This design comes from an exercise in tuning for small area, a short achievable clock period and few clock cycles per item on the open sky130 flow, not from production work.
Function was checked by simulation only, so behaviour that the tests miss may differ from the original.

==> inputs of build 9 <==
Design pu24_alu, start of the top module:
module pu24_alu (
    input  wire        clk,
    input  wire        rst,
    input  wire        in_valid,
    output wire        in_ready,
    input  wire [1:0]  in_op,
    input  wire [31:0] in_a,
    input  wire [31:0] in_b,
    output reg         out_valid,
    output reg  [31:0] out_word,
    output reg  [3:0]  out_res,
    output reg         out_div0
);
==> flow/config.mk <==
export PLATFORM = sky130hd
export DESIGN_NAME = pu24_alu
export DESIGN_NICKNAME = pu24_alu
export VERILOG_FILES = /design/flow/design.v
export SDC_FILE = /design/flow/constraint.sdc
export NUM_CORES = 4
export LEC_CHECK = 0
export ABC_CLOCK_PERIOD_IN_PS = 5000
export CAP_MARGIN = 20
export CORE_MARGIN = 2
export CORE_UTILIZATION = 45
export SLEW_MARGIN = 20
==> flow/constraint.sdc <==
create_clock -name core_clock -period 20.0 [get_ports {clk}]
set_input_delay 4.0000 -clock core_clock [delete_from_list [all_inputs] [get_ports {clk}]]
set_output_delay 4.0000 -clock core_clock [all_outputs]
set_load 0.01 [all_outputs]
standard.sh (not shown) runs the stock make flow with config.mk's settings and CLKGATE_MAP_FILE= SYNTH_SCRIPT=/design/flow/synth_recipe.tcl, a recipe that flattens the netlist after the stock synthesis.
==> flow/flow/run.sh <==
#!/bin/bash
# Layout flow: the standard ORFS flow (standard.sh, with the standard
# synthesis unchanged), with repair_timing asked to leave extra setup slack
# (SETUP_SLACK_MARGIN from flow/margin.txt) so that the layout is timed for
# a shorter period than the design's clock. The SDC is not changed.
set -euo pipefail
MARGIN=$(cat flow/margin.txt)
sed "s|\"\${@:-finish}\"|SETUP_SLACK_MARGIN=$MARGIN \"\${@:-finish}\"|" standard.sh > standard_margin.sh
bash standard_margin.sh > standard.log 2>&1
==> flow/flow/margin.txt <==
14.5
==> trial 40 (differences from build 9) <==
--- a/flow/design.v
+++ b/flow/design.v
@@ -101,13 +101,13 @@
     wire [31:0] a_mag = a0[31] ? (~a0 + 32'd1) : a0;
     wire [31:0] b_mag = b0[31] ? (~b0 + 32'd1) : b0;
     wire        s_bz  = (b0 == 32'd0);
     wire        s_az  = (a0 == 32'd0);
     wire        s_ovf = ({7'd0, a_mag[31:7]} >= b_mag);
-    wire [5:0]  s_la  = lzc32(a0 ^ {32{a0[31]}});
-    wire [5:0]  s_lb  = lzc32(b0 ^ {32{b0[31]}});
-    wire [6:0]  s_m   = {1'b0, s_la} + {6'd0, ~a0[31]} + 7'd5 - {1'b0, s_lb};
+    wire [5:0]  s_ra  = lzc32({a0[31:1] ^ a0[30:0], 1'b1});
+    wire [5:0]  s_rb  = lzc32({b0[31:1] ^ b0[30:0], 1'b1});
+    wire [6:0]  s_m   = {1'b0, s_ra} + {6'd0, ~a0[31]} + 7'd5 - {1'b0, s_rb};
     wire        s_q0  = ~s_m[6] & (s_m[5:0] >= 6'd32);    
     wire [3:0]  s_j   = s_m[6] ? 4'd0 : s_m[4:1];
     wire [63:0] s_w   = {7'd0, a_mag, 25'd0} << {s_j, 1'b0};
     wire        s_early = s_bz | s_ovf | s_q0;
     wire [33:0] st2;
@@ -120,17 +120,28 @@
     wire        h_max  = (f_h == 32'h7FFF_FFFF);
     wire        h_min  = (f_h == 32'h8000_0000);
     wire        h_ones = (f_h == 32'hFFFF_FFFF);
     wire        sat    = f_hov | (~f_s & h_max & f_c) | (f_s & h_min & ~f_c);
     wire [31:0] w      = f_h + {31'd0, f_c};
-    wire [6:0] dsum = f_h[3:0]   + f_h[7:4]   + f_h[11:8]  + f_h[15:12]
-                    + f_h[19:16] + f_h[23:20] + f_h[27:24] + f_h[31:28];
-    wire [4:0] fd1 = dsum[6:4] + dsum[3:0];
-    wire [3:0] fd2 = fd1[4] + fd1[3:0];
-    wire [3:0] hm  = (fd2 == 4'd15) ? 4'd0 : fd2;
-    wire [3:0] wm  = (h_ones & f_c) ? 4'd0 :
-                     (f_c ? ((hm == 4'd14) ? 4'd0 : hm + 4'd1) : hm);
+    function [7:0] csa15;        
+        input [3:0] p, q, r;
+        reg   [3:0] m;
+        begin
+            m = (p & q) | (p & r) | (q & r);
+            csa15 = {m[2:0], m[3], p ^ q ^ r};
+        end
+    endfunction
+    wire [7:0] r1a = csa15(f_h[3:0],   f_h[7:4],   f_h[11:8]);
+    wire [7:0] r1b = csa15(f_h[15:12], f_h[19:16], f_h[23:20]);
+    wire [7:0] r1c = csa15(f_h[27:24], f_h[31:28], {3'd0, f_c});
+    wire [7:0] r2a = csa15(r1a[3:0], r1a[7:4], r1b[3:0]);
+    wire [7:0] r2b = csa15(r1b[7:4], r1c[3:0], r1c[7:4]);
+    wire [7:0] r3a = csa15(r2a[3:0], r2a[7:4], r2b[3:0]);
+    wire [7:0] r4a = csa15(r3a[3:0], r3a[7:4], r2b[7:4]);
+    wire [4:0] rs  = r4a[3:0] + r4a[7:4];
+    wire [3:0] rf  = rs[3:0] + {3'd0, rs[4]};      
+    wire [3:0] wm  = ((h_ones & f_c) || rf == 4'd15) ? 4'd0 : rf;
     always @(posedge clk) begin
         if (rst) begin
             rdy       <= 1'b1;
             v0        <= 1'b0;
             v1        <= 1'b0;
==> trial 71 (differences from build 9) <==
--- a/flow/design.v
+++ b/flow/design.v
@@ -50,10 +50,12 @@
     reg [31:0] a0;
     reg [31:0] b0;
     reg [15:0] b_one;     
     reg [15:0] b_two;
     reg [15:0] b_neg;
+    reg [5:0]  a_rs;      
+    reg [5:0]  b_rs;      
     assign in_ready = rdy;
     wire accept = in_valid & rdy;
     wire [32:0] in_bx = {in_b, 1'b0};
     reg  [15:0] in_one, in_two, in_neg;
     integer k;
@@ -88,26 +90,24 @@
     reg        f_st;
     reg        f_div0;
     reg        d_run;
     reg [3:0]  d_cnt;
     reg        d_neg;
-    reg [31:0] d_r;       
-    reg [31:0] d_q;       
-    reg [31:0] d_b;       
+    wire [31:0] d_r = s1[31:0];       
+    wire [31:0] d_q = s1[63:32];      
+    wire [31:0] d_b = c1[31:0];       
     reg        d_early;   
     reg        d_bz;
     reg        d_sg;      
     reg        d_zr;      
     wire        d_start = v0 & (op0 == OP_DIV);
     wire [31:0] a_mag = a0[31] ? (~a0 + 32'd1) : a0;
     wire [31:0] b_mag = b0[31] ? (~b0 + 32'd1) : b0;
     wire        s_bz  = (b0 == 32'd0);
     wire        s_az  = (a0 == 32'd0);
     wire        s_ovf = ({7'd0, a_mag[31:7]} >= b_mag);
-    wire [5:0]  s_la  = lzc32(a0 ^ {32{a0[31]}});
-    wire [5:0]  s_lb  = lzc32(b0 ^ {32{b0[31]}});
-    wire [6:0]  s_m   = {1'b0, s_la} + {6'd0, ~a0[31]} + 7'd5 - {1'b0, s_lb};
+    wire [6:0]  s_m   = {1'b0, a_rs} + {6'd0, ~a0[31]} + 7'd5 - {1'b0, b_rs};
     wire        s_q0  = ~s_m[6] & (s_m[5:0] >= 6'd32);    
     wire [3:0]  s_j   = s_m[6] ? 4'd0 : s_m[4:1];
     wire [63:0] s_w   = {7'd0, a_mag, 25'd0} << {s_j, 1'b0};
     wire        s_early = s_bz | s_ovf | s_q0;
     wire [33:0] st2;
@@ -120,17 +120,28 @@
     wire        h_max  = (f_h == 32'h7FFF_FFFF);
     wire        h_min  = (f_h == 32'h8000_0000);
     wire        h_ones = (f_h == 32'hFFFF_FFFF);
     wire        sat    = f_hov | (~f_s & h_max & f_c) | (f_s & h_min & ~f_c);
     wire [31:0] w      = f_h + {31'd0, f_c};
-    wire [6:0] dsum = f_h[3:0]   + f_h[7:4]   + f_h[11:8]  + f_h[15:12]
-                    + f_h[19:16] + f_h[23:20] + f_h[27:24] + f_h[31:28];
-    wire [4:0] fd1 = dsum[6:4] + dsum[3:0];
-    wire [3:0] fd2 = fd1[4] + fd1[3:0];
-    wire [3:0] hm  = (fd2 == 4'd15) ? 4'd0 : fd2;
-    wire [3:0] wm  = (h_ones & f_c) ? 4'd0 :
-                     (f_c ? ((hm == 4'd14) ? 4'd0 : hm + 4'd1) : hm);
+    function [7:0] csa15;        
+        input [3:0] p, q, r;
+        reg   [3:0] m;
+        begin
+            m = (p & q) | (p & r) | (q & r);
+            csa15 = {m[2:0], m[3], p ^ q ^ r};
+        end
+    endfunction
+    wire [7:0] r1a = csa15(f_h[3:0],   f_h[7:4],   f_h[11:8]);
+    wire [7:0] r1b = csa15(f_h[15:12], f_h[19:16], f_h[23:20]);
+    wire [7:0] r1c = csa15(f_h[27:24], f_h[31:28], {3'd0, f_c});
+    wire [7:0] r2a = csa15(r1a[3:0], r1a[7:4], r1b[3:0]);
+    wire [7:0] r2b = csa15(r1b[7:4], r1c[3:0], r1c[7:4]);
+    wire [7:0] r3a = csa15(r2a[3:0], r2a[7:4], r2b[3:0]);
+    wire [7:0] r4a = csa15(r3a[3:0], r3a[7:4], r2b[7:4]);
+    wire [4:0] rs  = r4a[3:0] + r4a[7:4];
+    wire [3:0] rf  = rs[3:0] + {3'd0, rs[4]};      
+    wire [3:0] wm  = ((h_ones & f_c) || rf == 4'd15) ? 4'd0 : rf;
     always @(posedge clk) begin
         if (rst) begin
             rdy       <= 1'b1;
             v0        <= 1'b0;
             v1        <= 1'b0;
@@ -160,32 +171,37 @@
         a0  <= in_a;
         b0  <= in_b;
         b_one <= in_one;
         b_two <= in_two;
         b_neg <= in_neg;
+        a_rs  <= lzc32({in_a[31:1] ^ in_a[30:0], 1'b1});
+        b_rs  <= lzc32({in_b[31:1] ^ in_b[30:0], 1'b1});
         op1 <= op0;
         maca1 <= (op0 == OP_MACA);
-        s1  <= ms;
-        c1  <= mc;
+        s1[71:64] <= ms[71:64];
+        c1[71:32] <= mc[71:32];
+        if (d_start) begin
+            s1[63:0]  <= {s_w[31:0], s_w[63:32]};
+            c1[31:0]  <= b_mag;
+        end else if (v0) begin
+            s1[63:0]  <= ms[63:0];
+            c1[31:0]  <= mc[31:0];
+        end else begin
+            s1[63:0]  <= {qn, st2[31:0]};
+        end
         if (v1 && op1 != OP_MUL)
             acc <= x;
         if (d_start) begin
             d_neg <= a0[31] ^ b0[31];
-            d_b   <= b_mag;
             d_bz  <= s_bz;
             d_sg  <= s_bz ? a0[31] : (s_ovf & (a0[31] ^ b0[31]));
             d_zr  <= s_bz ? s_az : s_q0;
         end
-        if (d_start) begin
+        if (d_start)
             d_cnt <= s_j;
-            d_r   <= s_w[63:32];
-            d_q   <= s_w[31:0];
-        end else begin
+        else
             d_cnt <= d_cnt + 4'd1;
-            d_r   <= st2[31:0];
-            d_q   <= qn;
-        end
         if (d_early) begin
             f_x    <= {d_sg, {16{~d_sg & ~d_zr}}, 32'd0};
             f_st   <= 1'b0;
             f_div0 <= d_bz;
         end else if (d_run) begin
==> flow/flow/run.sh (replaced) <==
#!/bin/bash
set -euo pipefail
MARGIN=$(cat flow/margin.txt)
DONT_USE=$(cat flow/dont_use.txt)
bash standard.sh synth > standard_synth.log 2>&1
sed "s|\"\${@:-finish}\"|SETUP_SLACK_MARGIN=$MARGIN \"DONT_USE_CELLS=$DONT_USE\" \"\${@:-finish}\"|" standard.sh > standard_margin.sh
bash standard_margin.sh > standard.log 2>&1
==> flow/flow/dont_use.txt (new file) <==
sky130_fd_sc_hd__probe_p_8 sky130_fd_sc_hd__probec_p_8 sky130_fd_sc_hd__lpflow_* sky130_fd_sc_hd__clkdlybuf4s* sky130_fd_sc_hd__dlygate* sky130_fd_sc_hd__dlymetal*
==> flow/flow/margin.txt (replaced) <==
14.8
CTS_CLUSTER_DIAMETER = 100   (was not set)
CTS_CLUSTER_SIZE = 25   (was not set)
==> comparison table <==
Multi-input gate area: trial 71 37,300 um2; trial 40 37,600 um2; build 9 37,800 um2
Destination of the critical timing path: trial 71 d_b[26]$_DFFE_PP_; trial 40 in_ready; build 9 out_res[3]$_DFF_P_
Critical path data required time: trial 71 20,410 ps; trial 40 16,000 ps; build 9 20,570 ps
Number of placed cells counting well taps: trial 71 6,936; trial 40 7,097; build 9 7,085
DR vias: trial 71 41,862; trial 40 43,288; build 9 43,831
Sum of routed wire segments on met1: trial 71 74,300 um; trial 40 75,600 um; build 9 79,800 um
Number of distinct library cells after synthesis: trial 71 82; trial 40 91; build 9 90
Overall fraction of global-route tracks in use: trial 71 29.8%; trial 40 30.3%; build 9 30.4%
CTS clk-pin slew, worst paths: trial 71 110 ps; trial 40 60 ps; build 9 60 ps
GR Util met3: trial 71 6.14%; trial 40 8.30%; build 9 6.34%
First-pass GRT wire length: trial 71 264,000 um; trial 40 276,000 um; build 9 278,000 um
Delay of the slowest critical-path stage: trial 71 1020 ps; trial 40 450 ps; build 9 550 ps
Post-synth top area share: trial 71 22.5%; trial 40 21.6%; build 9 21.5%
Outcome: trial 71 no timing/DRC/antenna violations; trial 40 no timing/DRC/antenna violations; build 9 no timing/DRC/antenna violations
Signal buf overhead: trial 71 2.38%; trial 40 4.36%; build 9 4.47%
Highest net fanout along the worst path: trial 71 23; trial 40 3; build 9 3
Multiplexer area fraction after synthesis: trial 71 0.917%; trial 40 1.04%; build 9 1.34%
Testbench counts of build 9, summed over its fixed seeds: cycles 8,833, items 4,800.
Testbench counts of trial 40, summed over its fixed seeds: cycles 8,833, items 4,800.
Testbench counts of trial 71, summed over its fixed seeds: cycles 8,833, items 4,800.

afterwards: timing with drivers on the ports:
No port has a modelled driver above. Below, the same layouts with a new extraction and two added sets of constraints. Step 1 assumes that a clkbuf_16 drives the clock port and a buf_2 every other input. Step 2 also shifts input and output timing later by t, the mid clock arrival at the registers, as if the neighbouring blocks saw the same clock. Slacks: ideal ports / drivers / drivers and shift; pairs: ideal ports / drivers.
| run | shift t [ns] | slack for setup (ns) | clock arrival spread, ns | worst register clock-pin slew, ns | cell pins on the clock port's net |
|---|---|---|---|---|---|
| build 9 | 0.746 | 14.403 / 14.403 / 14.403 | 0.046 / 0.047 | 0.07 / 0.07 | 1 |
| trial 40 | 0.764 | 14.548 / 14.468 / 14.336 | 0.088 / 0.089 | 0.08 / 0.08 | 1 |
| trial 71 | 0.738 | 14.822 / 14.776 / 14.260 | 0.042 / 0.041 | 0.11 / 0.11 | 1 |
After both steps setup and hold are still met in every run listed. The setup slack of trial 71, which loses most, moves by -0.046 ns with the drivers and by -0.562 ns with both steps.
